Context: an optimization exercise on an open-source flow, tuned for small area, a short achievable clock period and few clock cycles. The choices shown serve that exercise and are no tape-out recipe.
The RTL was checked by simulation tests, not by an equivalence proof against the original design.

==> flow/design.v (excerpt) <==
module prb_decomp (
    input  wire        clk,
    input  wire        rst,           
    input  wire [3:0]  cfg_meth,      
    input  wire [3:0]  cfg_width,     
    input  wire [15:0] cfg_mc_scale,  
    input  wire        cfg_mc_csf,    
    input  wire        in_valid,
    output wire        in_ready,
    input  wire [7:0]  in_data,
    output reg         out_valid,
    input  wire        out_ready,
    output reg  [15:0] out_i,
    output reg  [15:0] out_q,
    output reg  [1:0]  out_sat,       
    output reg         out_bad,       
    output reg         out_last       
);
Size in the first run: about 2300 cells after synthesis, roughly 170 flip-flops, roughly 75 I/O pins, roughly 17000 µm² of cells after synthesis.
export LEC_CHECK = 0
export ABC_AREA = 1
export CAP_MARGIN = 20
export CELL_PAD_IN_SITES_DETAIL_PLACEMENT = 1
export CELL_PAD_IN_SITES_GLOBAL_PLACEMENT = 2
export CORE_MARGIN = 2
export CORE_UTILIZATION = 30
export PLACE_DENSITY = 0.45
export SLEW_MARGIN = 20
export SETUP_SLACK_MARGIN = 23
create_clock -name core_clock -period 30.0 [get_ports {clk}]
standard.sh (not shown) runs the stock make flow with config.mk's settings and CLKGATE_MAP_FILE= SYNTH_SCRIPT=/design/flow/synth_recipe.tcl, a recipe that flattens the netlist after the stock synthesis.
==> flow/flow/run.sh <==
#!/bin/bash
set -euo pipefail
margin=$(cat flow/margin.txt)
printf 'export SETUP_SLACK_MARGIN = %s\n' "$margin" >> config.mk
bash standard.sh > standard_make.log 2>&1
==> flow/flow/margin.txt <==
23
The baseline completed without violations.
Testbench counts at the start, summed over its fixed seeds: cycles 102,509.
==> next run, changes <==
==> flow/run.sh (new file) <==
#!/bin/bash
# synth_recipe.tcl (not shown) runs the flow's synth.tcl, then flattens the netlist and writes it again
# the make line also repeats each setting of config.mk as NAME=value (left out here)
make -C /OpenROAD-flow-scripts/flow DESIGN_CONFIG=/design/flow/config.mk WORK_HOME=/design/flow/orfs CLKGATE_MAP_FILE= SYNTH_SCRIPT=/design/flow/synth_recipe.tcl finish
- ABC_AREA: 1 -> not set
- SETUP_SLACK_MARGIN: 23 -> not set
removed: flow/flow/run.sh
removed: flow/flow/margin.txt
removed: flow/standard.sh
The new run completed without violations.
Cell area increases by a few percent.
Register-to-register slack got worse by 1100 ps.
Synthesized cell count is lower by a few percent.
Worst setup slack got worse by 670 ps.
Cell count goes down by a few percent.
Critical path depth is unchanged.


== job 5750 ==
Another version of the RTL of prb_decomp (not shown whole).
Size in the first run: about 2,200 cells after synthesis, ~0.016 mm2 of cells after synthesis.
==> flow/config.mk <==
export PLATFORM = sky130hd
export DESIGN_NAME = prb_decomp
export DESIGN_NICKNAME = prb_decomp
export VERILOG_FILES = /design/flow/design.v
export SDC_FILE = /design/flow/constraint.sdc
export NUM_CORES = 4
export LEC_CHECK = 0
export ABC_AREA = 1
export CAP_MARGIN = 20
export CELL_PAD_IN_SITES_DETAIL_PLACEMENT = 1
export CELL_PAD_IN_SITES_GLOBAL_PLACEMENT = 2
export CORE_MARGIN = 2
export CORE_UTILIZATION = 50
export PLACE_DENSITY = 0.65
export SLEW_MARGIN = 20
export SETUP_SLACK_MARGIN = 23
==> flow/constraint.sdc <==
create_clock -name core_clock -period 30.0 [get_ports {clk}]
set_input_delay 6.0000 -clock core_clock [delete_from_list [all_inputs] [get_ports {clk}]]
set_output_delay 6.0000 -clock core_clock [all_outputs]
set_load 0.01 [all_outputs]
==> flow/flow/run.sh <==
#!/bin/bash
set -euo pipefail
margin=$(cat flow/margin.txt)
printf 'export SETUP_SLACK_MARGIN = %s\n' "$margin" >> config.mk
bash standard.sh > standard_make.log 2>&1
==> flow/flow/margin.txt <==
23
As the logs show, job 5750 stopped at global placement after a tool error, so it never reached the end of the flow.
Testbench counts of job 5750, summed over its fixed seeds: cycles 102,509.
Inputs modified between job 5750 and job 2988:
diff --git a/flow/config.mk b/flow/config.mk
--- a/flow/config.mk
+++ b/flow/config.mk
@@ -8,8 +8,10 @@
 export ABC_AREA = 1
 export CAP_MARGIN = 20
-export CELL_PAD_IN_SITES_DETAIL_PLACEMENT = 1
-export CELL_PAD_IN_SITES_GLOBAL_PLACEMENT = 2
+export CELL_PAD_IN_SITES_DETAIL_PLACEMENT = 0
+export CELL_PAD_IN_SITES_GLOBAL_PLACEMENT = 0
 export CORE_MARGIN = 2
-export CORE_UTILIZATION = 50
+export CORE_UTILIZATION = 55
+export CTS_BUF_LIST = sky130_fd_sc_hd__clkbuf_4 sky130_fd_sc_hd__clkbuf_8
+export CTS_CLUSTER_SIZE = 30
 export PLACE_DENSITY = 0.65
 export SLEW_MARGIN = 20
Notes after the runs:
Having completed the whole flow, job 2988 delivered a layout that passed the timing, DRC and antenna checks.
Overall die width: job 2988 lower than job 5750
Re net count after synthesis: no difference whatsoever between job 2988 and job 5750.
Compared with job 5750, in job 2988 post-synthesis sequential element count flat; synthesized cell count flat.
Cell row count in job 2988 vs job 5750: down about 4.7%
Job 2988 vs job 5750, vertical die dimension went down by about 4.6%.
Compare job 5750 and job 2988 | initial standard-cell utilization of the core higher: job 2988
Input-level comparison between job 8480 and job 2988:
==> flow/config.mk <==
export PLATFORM = sky130hd
export DESIGN_NAME = prb_decomp
export DESIGN_NICKNAME = prb_decomp
export VERILOG_FILES = /design/flow/design.v
export SDC_FILE = /design/flow/constraint.sdc
export NUM_CORES = 4
export LEC_CHECK = 0
export ABC_AREA = 1
export CAP_MARGIN = 20
export CELL_PAD_IN_SITES_DETAIL_PLACEMENT = 1
export CELL_PAD_IN_SITES_GLOBAL_PLACEMENT = 2
export CORE_MARGIN = 2
export CORE_UTILIZATION = 30
export PLACE_DENSITY = 0.45
export SLEW_MARGIN = 20
export SETUP_SLACK_MARGIN = 23
==> run notes <==
Job 8480 closes out successfully: all stages finished, all timing, DRC and antenna checks passed. Summary of job 8480 over job 2988: met1 routed wirelength after detailed routing has increased; layout filler cell count saw an increase. Detail-routed via count per cell came out lower on job 8480 than on job 2988. Job 8480 vs job 2988 — height of the die climbed by more than a quarter. Re average detailed-routed wire length per instance: job 8480 is 19% up on job 2988. Job 8480 reports a lower global-route usage than job 2988 does.


== v5 ==
prb_decomp, a different RTL version from the one above (not shown whole).
Size: ~1900 cells after synthesis, roughly 160 flip-flops, ~75 I/O pins.
Settings: LEC_CHECK=0, ABC_AREA=1, CAP_MARGIN=20, CELL_PAD_IN_SITES_DETAIL_PLACEMENT=0, CELL_PAD_IN_SITES_GLOBAL_PLACEMENT=0, CORE_MARGIN=2, CORE_UTILIZATION=65, CTS_BUF_LIST=sky130_fd_sc_hd__clkbuf_4 sky130_fd_sc_hd__clkbuf_8, CTS_CLUSTER_SIZE=30, PLACE_DENSITY=0.75, SLEW_MARGIN=20, SETUP_SLACK_MARGIN=23, BUFFER_PORTS_ARGS=-buffer_cell sky130_fd_sc_hd__buf_2; clock period 30.0 ns.
==> flow/flow/run.sh <==
#!/bin/bash
set -euo pipefail
cat flow/extra.mk >> config.mk
bash standard.sh > standard_make.log 2>&1
==> flow/flow/extra.mk <==
export SETUP_SLACK_MARGIN = 23
export BUFFER_PORTS_ARGS = -buffer_cell sky130_fd_sc_hd__buf_2
The flow did not stop early for v5: all stages ran, and the layout cleared the timing, DRC and antenna checks.
Testbench counts of v5, summed over its fixed seeds: cycles 102,509.
Relative to v5, the following input files were edited for v58:
- clearing CTS_BUF_LIST, which used to be sky130_fd_sc_hd__clkbuf_4 sky130_fd_sc_hd__clkbuf_8
- swapping 0 for 1 in CELL_PAD_IN_SITES_DETAIL_PLACEMENT
- clearing CTS_CLUSTER_SIZE, which used to be 30
- swapping 0.75 for 0.45 in PLACE_DENSITY
- swapping 65 for 30 in CORE_UTILIZATION
- swapping 0 for 2 in CELL_PAD_IN_SITES_GLOBAL_PLACEMENT
==> comparison <==
[compare] base=v5 new=v58: weighted congestion at the end of routability-driven global placement went down by 17%; number of design-rule violations left by the first detailed-router iteration -about 60%; final design area excluding fillers has increased; number of buffers outside the clock class in the layout decreased by 5 relative to the old numbers; total global-route track usage decreased by 13 points relative to the old numbers.
Comparing the two runs side by side, v58 comes out behind v5 on maximum clock frequency.
Looking at worst setup path endpoint, the out_sat[1] result is from v58; the out_i[4] one comes from v5.
Compared with v5, in v58 tightest slew margin relative to the limit rose 3.1 points; area of placed instances rose 3.7%; wire length of the first global-routing pass rose about 25%.
diff inputs: v58 => v32
- CELL_PAD_IN_SITES_DETAIL_PLACEMENT: 1 -> 0
- CTS_CLUSTER_SIZE: unset -> 30
- PLACE_DENSITY: 0.45 -> 0.65
- CELL_PAD_IN_SITES_GLOBAL_PLACEMENT: 2 -> 0
- CORE_UTILIZATION: 30 -> 55
- CTS_BUF_LIST: unset -> sky130_fd_sc_hd__clkbuf_4 sky130_fd_sc_hd__clkbuf_8
Notes after the runs:
- Remaining antenna violation count after routing: v32 vs v58 identical
- Taking v58 as the reference, in v32 first-pass GRT wire length lower; worst clock skew on the final layout roughly the same.
- v32 and v58 ended up with roughly the same post-synth design cell area.
Input-level comparison between v43 and v32:
- PLACE_DENSITY changed from 0.65 to 0.45
- CTS_BUF_LIST removed (was sky130_fd_sc_hd__clkbuf_4 sky130_fd_sc_hd__clkbuf_8)
- CORE_UTILIZATION changed from 55 to 30
- BUFFER_PORTS_ARGS removed (was -buffer_cell sky130_fd_sc_hd__buf_2)
- CTS_CLUSTER_SIZE removed (was 30)
- CELL_PAD_IN_SITES_DETAIL_PLACEMENT changed from 0 to 1
- CELL_PAD_IN_SITES_GLOBAL_PLACEMENT changed from 0 to 2
==> flow/flow/run.sh <==
#!/bin/bash
set -euo pipefail
margin=$(cat flow/margin.txt)
printf 'export SETUP_SLACK_MARGIN = %s\n' "$margin" >> config.mk
bash standard.sh > standard_make.log 2>&1
==> flow/flow/margin.txt (new file) <==
23
removed: flow/flow/extra.mk
Findings:
On die area: between v43 and v32, it ends up higher for v43.
Non-clock buffer count: v43 and v32 compared, higher one is v43
From v32 to v43 the numbers moved as follows: fmax dropped 1.5 MHz.
Changes observed in v43 relative to v32: met1 layer wirelength in the final routing picked up an extra 5300 um.

-- static timing again, ports no longer ideal --
In the flow no input, the clock included, has a driving cell. The finished layouts below were timed again as built, in two steps.
Step 1: set_driving_cell puts a clkbuf_16 on clk and a buf_2 on each other input, an assumption about the parent block.
Step 2 times the ports against the registers' clock, not the clock port: input delays grow and output delays shrink by t, the midpoint of the rising clock arrivals with the driver on.
Three values: no drivers, after step 1, after step 2; two values: the first two.
run	shift t [ns]	setup slack, ns	worst hold slack (ns)	worst setup path after step 2	worst data-port slew with drivers (ns)
the first run of note 1	0.497	22.946 / 22.917 / 22.467	0.457 / 0.457 / 0.457	input to register	0.04
the second run of note 1	0.546	22.281 / 22.319 / 21.774	0.460 / 0.460 / 0.460	input to register	0.04
job 2988	0.514	22.918 / 22.870 / 22.488	0.423 / 0.423 / 0.423	input to register	0.05
job 8480	0.488	22.993 / 22.943 / 22.550	0.466 / 0.466 / 0.466	input to register	0.05
v5	0.500	22.970 / 22.926 / 22.541	0.435 / 0.435 / 0.435	input to register	0.05
v58	0.539	22.856 / 22.798 / 22.544	0.444 / 0.444 / 0.444	input to register	0.05
v32	0.487	22.992 / 22.952 / 22.556	0.448 / 0.448 / 0.448	input to register	0.04
v43	0.528	22.919 / 22.862 / 22.501	0.449 / 0.449 / 0.449	input to register	0.05
After both steps every run listed still meets setup and hold. The setup slack of the second run of note 1, which loses most, moves by +0.038 ns with the drivers and by -0.507 ns with both steps.
